Source: an optimization exercise on an open RTL-to-GDS flow (aim: small area, a short achievable clock period and few clock cycles per item). Production flows keep margins and buffers that such runs may drop.
The RTL was checked by simulation tests, not by an equivalence proof against the original design.

==> inputs of job 2191 <==
==> flow/design.v <==
module zdiv (
    input  wire        clk,
    input  wire        rst,
    input  wire        in_valid,
    output wire        in_ready,
    input  wire [47:0] in_num,
    input  wire [47:0] in_den,
    input  wire [7:0]  in_e,
    output reg         out_valid,
    output wire [47:0] out_q,
    output reg         out_wrap,
    output reg         out_inv
);
    localparam S_IDLE = 2'd0;
    localparam S_RUN  = 2'd1;
    localparam S_FIN  = 2'd2;
    reg [1:0]  state;
    reg [48:0] R;
    reg [47:0] D;
    reg [47:0] Q;
    reg [8:0]  C;
    reg        neg;
    reg        inv;
    reg        first;
    reg        y48;
    reg        ok;
    assign out_q    = Q;
    assign in_ready = (state == S_IDLE) | (state == S_FIN);
    wire   acc      = in_valid & in_ready;
    wire dnorm = D[47] ^ D[46];
    wire d_sk8 = (&D[47:39]) | ~(|D[47:39]);
    wire r_sk8 = (&R[47:39]) | ~(|R[47:39]);
    wire r_sk1 = ~(R[47] ^ R[46]);
    wire        same = ~(R[48] ^ D[47]);
    wire [47:0] sum  = R[47:0] + (D ^ {48{same}}) + {47'd0, same};
    wire c_le0 = C[8] | (C == 9'd0);
    wire c_one = (C == 9'd1);
    wire        r_zero = ~(|R);
    wire        rc     = (R[48] == D[47]) | (D[47] & r_zero);
    wire [48:0] qinc   = {1'b0, Q} + {48'd0, rc};
    wire zero_fin = first & dnorm & c_le0;
    wire d_shift  = ~dnorm;
    wire r_skip8  = first & ~zero_fin & r_sk8;
    wire r_skip1  = first & ~dnorm & ~r_sk8 & r_sk1;
    wire digit    = ~zero_fin & dnorm & ~(first & r_sk8);
    wire [8:0] dinc = d_shift ? (d_sk8 ? 9'd8 : 9'd1) : 9'd0;
    wire [8:0] rdec = r_skip8 ? 9'd8 : ((r_skip1 | digit) ? 9'd1 : 9'd0);
    always @(posedge clk) begin
        if (rst) begin
            state     <= S_IDLE;
            out_valid <= 1'b0;
        end else begin
            out_valid <= (state == S_FIN);
            if (state == S_FIN) begin
                Q        <= first ? 48'd0 : qinc[47:0];
                out_wrap <= ~first & (~ok | (y48 ^ qinc[48] ^ qinc[47]));
                out_inv  <= inv;
            end
            if (acc) begin
                R     <= {in_num[47], in_num};
                D     <= in_den;
                C     <= 9'd2 - {in_e[7], in_e};
                neg   <= in_num[47] ^ in_den[47];
                inv   <= (in_den == 48'd0);
                first <= 1'b1;
                state <= (in_den == 48'd0) ? S_FIN : S_RUN;
            end else if (state == S_FIN) begin
                state <= S_IDLE;
            end else if (state == S_RUN) begin
                if (zero_fin)
                    state <= S_FIN;
                if (d_shift)
                    D <= d_sk8 ? {D[39:0], 8'd0} : {D[46:0], 1'b0};
                if (r_skip8)
                    R <= {R[40:0], 8'd0};
                else if (r_skip1)
                    R <= {R[47:0], 1'b0};
                else if (digit)
                    R <= {sum, 1'b0};
                C <= C + dinc - rdec;
                if (digit) begin
                    first <= 1'b0;
                    if (c_one)
                        state <= S_FIN;
                    if (first) begin
                        Q   <= {48{neg}};
                        y48 <= neg;
                        ok  <= 1'b1;
                    end else begin
                        Q   <= {Q[46:0], same};
                        y48 <= Q[47];
                        ok  <= ok & (y48 == Q[47]);
                    end
                end
            end
        end
    end
endmodule
==> flow/run.sh <==
#!/bin/bash
# synth_recipe.tcl (not shown) runs the flow's synth.tcl, then flattens the netlist and writes it again
# the make line also repeats each setting of config.mk as NAME=value (left out here)
make -C /OpenROAD-flow-scripts/flow DESIGN_CONFIG=/design/flow/config.mk WORK_HOME=/design/flow/orfs CLKGATE_MAP_FILE= SYNTH_SCRIPT=/design/flow/synth_recipe.tcl finish
==> flow/config.mk <==
export PLATFORM = sky130hd
export DESIGN_NAME = zdiv
export DESIGN_NICKNAME = zdiv
export VERILOG_FILES = /design/flow/design.v
export SDC_FILE = /design/flow/constraint.sdc
export NUM_CORES = 4
export LEC_CHECK = 0
export CAP_MARGIN = 20
export CORE_MARGIN = 2
export CORE_UTILIZATION = 30
export PLACE_DENSITY = 0.45
export SLEW_MARGIN = 20
==> flow/constraint.sdc <==
create_clock -name core_clock -period 10.0 [get_ports {clk}]
set_input_delay 2.0000 -clock core_clock [delete_from_list [all_inputs] [get_ports {clk}]]
set_output_delay 2.0000 -clock core_clock [all_outputs]
set_load 0.01 [all_outputs]
==> inputs of job 1051, as changes to job 2191 <==
==> flow/design.v (replaced) <==
module zdiv (
    input  wire        clk,
    input  wire        rst,
    input  wire        in_valid,
    output wire        in_ready,
    input  wire [47:0] in_num,
    input  wire [47:0] in_den,
    input  wire [7:0]  in_e,
    output reg         out_valid,
    output wire [47:0] out_q,
    output reg         out_wrap,
    output reg         out_inv
);
    localparam S_IDLE = 2'd0;
    localparam S_RUN  = 2'd1;
    localparam S_FIN  = 2'd2;
    reg [1:0]  state;
    reg [48:0] R;
    reg [47:0] D;
    reg [47:0] Q;
    reg [8:0]  C;
    reg        cle0;     
    reg        cone;     
    reg        neg;
    reg        inv;
    reg        first;
    reg        y48;
    reg        ok;
    assign out_q    = Q;
    wire   ld       = (state == S_IDLE) | (state == S_FIN);
    assign in_ready = ld;
    wire dnorm = D[47] ^ D[46];
    wire d_sk8 = (&D[47:39]) | ~(|D[47:39]);
    wire d_sk2 = (&D[47:45]) | ~(|D[47:45]);
    wire r_sk8 = (&R[47:39]) | ~(|R[47:39]);
    wire r_sk2 = (&R[47:45]) | ~(|R[47:45]);
    wire        same = ~(R[48] ^ D[47]);
    wire [47:0] sum;
    padd48 u_add (.a(R[47:0]), .b(D ^ {48{same}}), .cin(same), .s(sum));
    wire zero_fin = first & ((dnorm & cle0) | inv);
    wire r_skip8  = first & ~zero_fin & r_sk8;
    wire r_skip2  = first & ~zero_fin & ~r_sk8 & r_sk2;
    wire digit    = dnorm & ~zero_fin & ~(first & (r_sk8 | r_sk2));
    wire fill     = zero_fin | (digit & first);
    wire [8:0] dinc = dnorm ? 9'd0 : (d_sk8 ? 9'd8 : (d_sk2 ? 9'd2 : 9'd1));
    wire [8:0] rdec = r_skip8 ? 9'd8 : (r_skip2 ? 9'd2 : (digit ? 9'd1 : 9'd0));
    wire [8:0] c_run = C + dinc - rdec;
    wire [8:0] c_ld  = 9'd2 - {in_e[7], in_e};
    wire [8:0] c_nx  = ld ? c_ld : c_run;
    wire        r_zero = ~(|R);
    wire        rc     = first ? neg : ((R[48] == D[47]) | (D[47] & r_zero));
    wire [48:0] qinc   = {1'b0, Q} + {48'd0, rc};
    wire den_zero = ~(|in_den);
    always @(posedge clk) begin
        if (rst) begin
            state     <= S_IDLE;
            out_valid <= 1'b0;
        end else begin
            out_valid <= (state == S_FIN);
            if (ld)
                state <= in_valid ? S_RUN : S_IDLE;
            else if (state == S_RUN && (zero_fin | (digit & cone)))
                state <= S_FIN;
        end
    end
    always @(posedge clk) begin
        if (state == S_FIN) begin
            Q        <= qinc[47:0];
            out_wrap <= ~ok | (y48 ^ qinc[48] ^ qinc[47]);
            out_inv  <= inv;
        end
        if (ld | (state == S_RUN)) begin
            C    <= c_nx;
            cle0 <= c_nx[8] | (c_nx == 9'd0);
            cone <= (c_nx == 9'd1);
        end
        if (ld) begin
            R     <= {in_num[47], in_num};
            D     <= in_den;
            neg   <= (in_num[47] ^ in_den[47]) & ~den_zero;
            inv   <= den_zero;
            first <= 1'b1;
        end else if (state == S_RUN) begin
            if (~dnorm)
                D <= d_sk8 ? {D[39:0], 8'd0} : (d_sk2 ? {D[45:0], 2'd0} : {D[46:0], 1'b0});
            if (r_skip8)
                R <= {R[40:0], 8'd0};
            else if (r_skip2)
                R <= {R[46:0], 2'd0};
            else if (digit)
                R <= {sum, 1'b0};
            if (digit)
                first <= 1'b0;
            if (fill) begin
                Q   <= {48{neg}};
                y48 <= neg;
                ok  <= 1'b1;
            end else if (digit) begin
                Q   <= {Q[46:0], same};
                y48 <= Q[47];
                ok  <= ok & (y48 == Q[47]);
            end
        end
    end
endmodule
module padd48 (
    input  wire [47:0] a,
    input  wire [47:0] b,
    input  wire        cin,
    output wire [47:0] s
);
    reg [47:0] g, p;
    reg [47:0] gn, pn;
    integer i, k;
    always @(*) begin
        p = a ^ b;
        g = a & b;
        g[0] = g[0] | (p[0] & cin);
        for (k = 1; k < 48; k = k * 2) begin
            gn = g; pn = p;
            for (i = 0; i < 48; i = i + 1)
                if (i & k) begin
                    gn[i] = g[i] | (p[i] & g[(i & ~(k - 1)) - 1]);
                    pn[i] = p[i] & p[(i & ~(k - 1)) - 1];
                end
            g = gn; p = pn;
        end
    end
    wire [47:0] pp = a ^ b;
    assign s = pp ^ {g[46:0], cin};
endmodule
==> flow/flow/run.sh (new file) <==
#!/bin/bash
# Standard ORFS layout (the standard.sh, standard synthesis unchanged),
# with two changes to how the layout is made:
#  - repair_timing aims for a setup slack margin of 7 ns (timing is still
#    constrained and signed off at the design's 10 ns clock);
#  - port buffers use sky130_fd_sc_hd__buf_1 instead of the default choice.
# Each tool's full output stays in orfs/logs; the make output goes to
# standard.log.
set -o pipefail
bash standard.sh \
  "SETUP_SLACK_MARGIN=7" \
  "BUFFER_PORTS_ARGS=-buffer_cell sky130_fd_sc_hd__buf_1" \
  finish > standard.log 2>&1
==> flow/standard.sh (new file) <==
#!/bin/bash
# synth_recipe.tcl (not shown) runs the flow's synth.tcl, then flattens the netlist and writes it again
# the make line also repeats each setting of config.mk as NAME=value (left out here)
make -C /OpenROAD-flow-scripts/flow DESIGN_CONFIG=/design/flow/config.mk WORK_HOME=/design/flow/orfs CLKGATE_MAP_FILE= SYNTH_SCRIPT=/design/flow/synth_recipe.tcl "${@:-finish}"
- ABC_AREA: not set -> 1
- CORE_UTILIZATION: 30 -> 55
- PLACE_DENSITY: 0.45 -> 0.7
- SETUP_SLACK_MARGIN: not set -> 5
removed: flow/run.sh
==> results.txt <==
Between job 1051 and job 2191, the lower die area is in job 1051 (gap 43%, measured against job 2191). In job 1051 the synthesized cell count is larger than in job 2191, by about 30%. Between job 1051 and job 2191, the lower design area is in job 2191 (gap about 15%, measured against job 2191). Routed wire length: job 2191 is smaller than job 1051 (7.6%). Of job 1051 and job 2191, job 1051 has the higher cell count (gap about 16%, measured against job 2191). Of job 2191 and job 1051, job 1051 has the higher area after synthesis (gap 3.0%, measured against job 1051). Against job 1051, the register-to-register slack of job 2191 is lower by 1.4 ns. Between job 1051 and job 2191, the lower utilization is in job 2191 (gap 39 points). Between job 1051 and job 2191, the lower sequential share of layout area is in job 1051 (gap 5.8 points).
==> figures <==
item                                                                       job 1051                job 2191
Result of the run                                          timing/DRC/antenna clean  timing/DRC/antenna clean
Number of core rows                                                              57                      77
Multiplexer share of the synthesized area                                  0.000727                  0.0391
Critical path's most frequent cell                         sky130_fd_sc_hd__nand2_4  sky130_fd_sc_hd__inv_1
Reg2reg start                                                                 D[47]                    C[7]
Total wirelength of the detailed-routed design                              52.1 mm                 48.1 mm
Initial antenna violation count                                                   1                       0
Routability-driven placement congestion ratio                                 0.971                   0.899
Slew HR                                                                       0.304                   0.276
Destination of the worst register-to-register timing path                     R[34]                    C[8]
Max incr delay on CP                                                        0.42 ns                 0.68 ns
Die X-Extent                                                                 162 µm                  215 µm
Data arrival time of the critical path                                      3.74 ns                 5.13 ns
Post-Route Utilization                                                        0.758                   0.365
Post-layout instance count excluding filler cells                             2,587                   2,233
Min setup slack post-route                                                  6.46 ns                 5.08 ns
Clock-cell share of area                                                     0.0331                  0.0392
Critical Path End                                                             R[34]                    C[8]
Testbench counts of job 2191, summed over its fixed seeds: cycles 104,573, items 3,200.
Testbench counts of job 1051, summed over its fixed seeds: cycles 99,441, items 3,200.

==> port drivers added, routing unchanged <==
In the flow no input, the clock included, has a driving cell. The finished layouts below were timed again as built, in two steps. Step 1 assumes that a clkbuf_16 drives the clock port and a buf_2 every other input. Step 2 also shifts input and output timing later by t, the mid clock arrival at the registers, as if the neighbouring blocks saw the same clock. a / b / c = ideal / step 1 / step 2; a / b = the first two.
run	shift t [ns]	setup WS [ns]	worst setup path at the end	worst register clock-pin slew, ns	pins driven straight from the clock port
job 2191	0.546	5.075 / 5.075 / 4.783	input to register	0.08 / 0.08	1
job 1051	0.497	6.461 / 6.461 / 6.461	register to register	0.08 / 0.08	1
After both steps every run listed still meets setup and hold. For job 2191, which loses most, drivers alone change the setup slack by 0.000 ns; drivers and shift together by -0.292 ns.
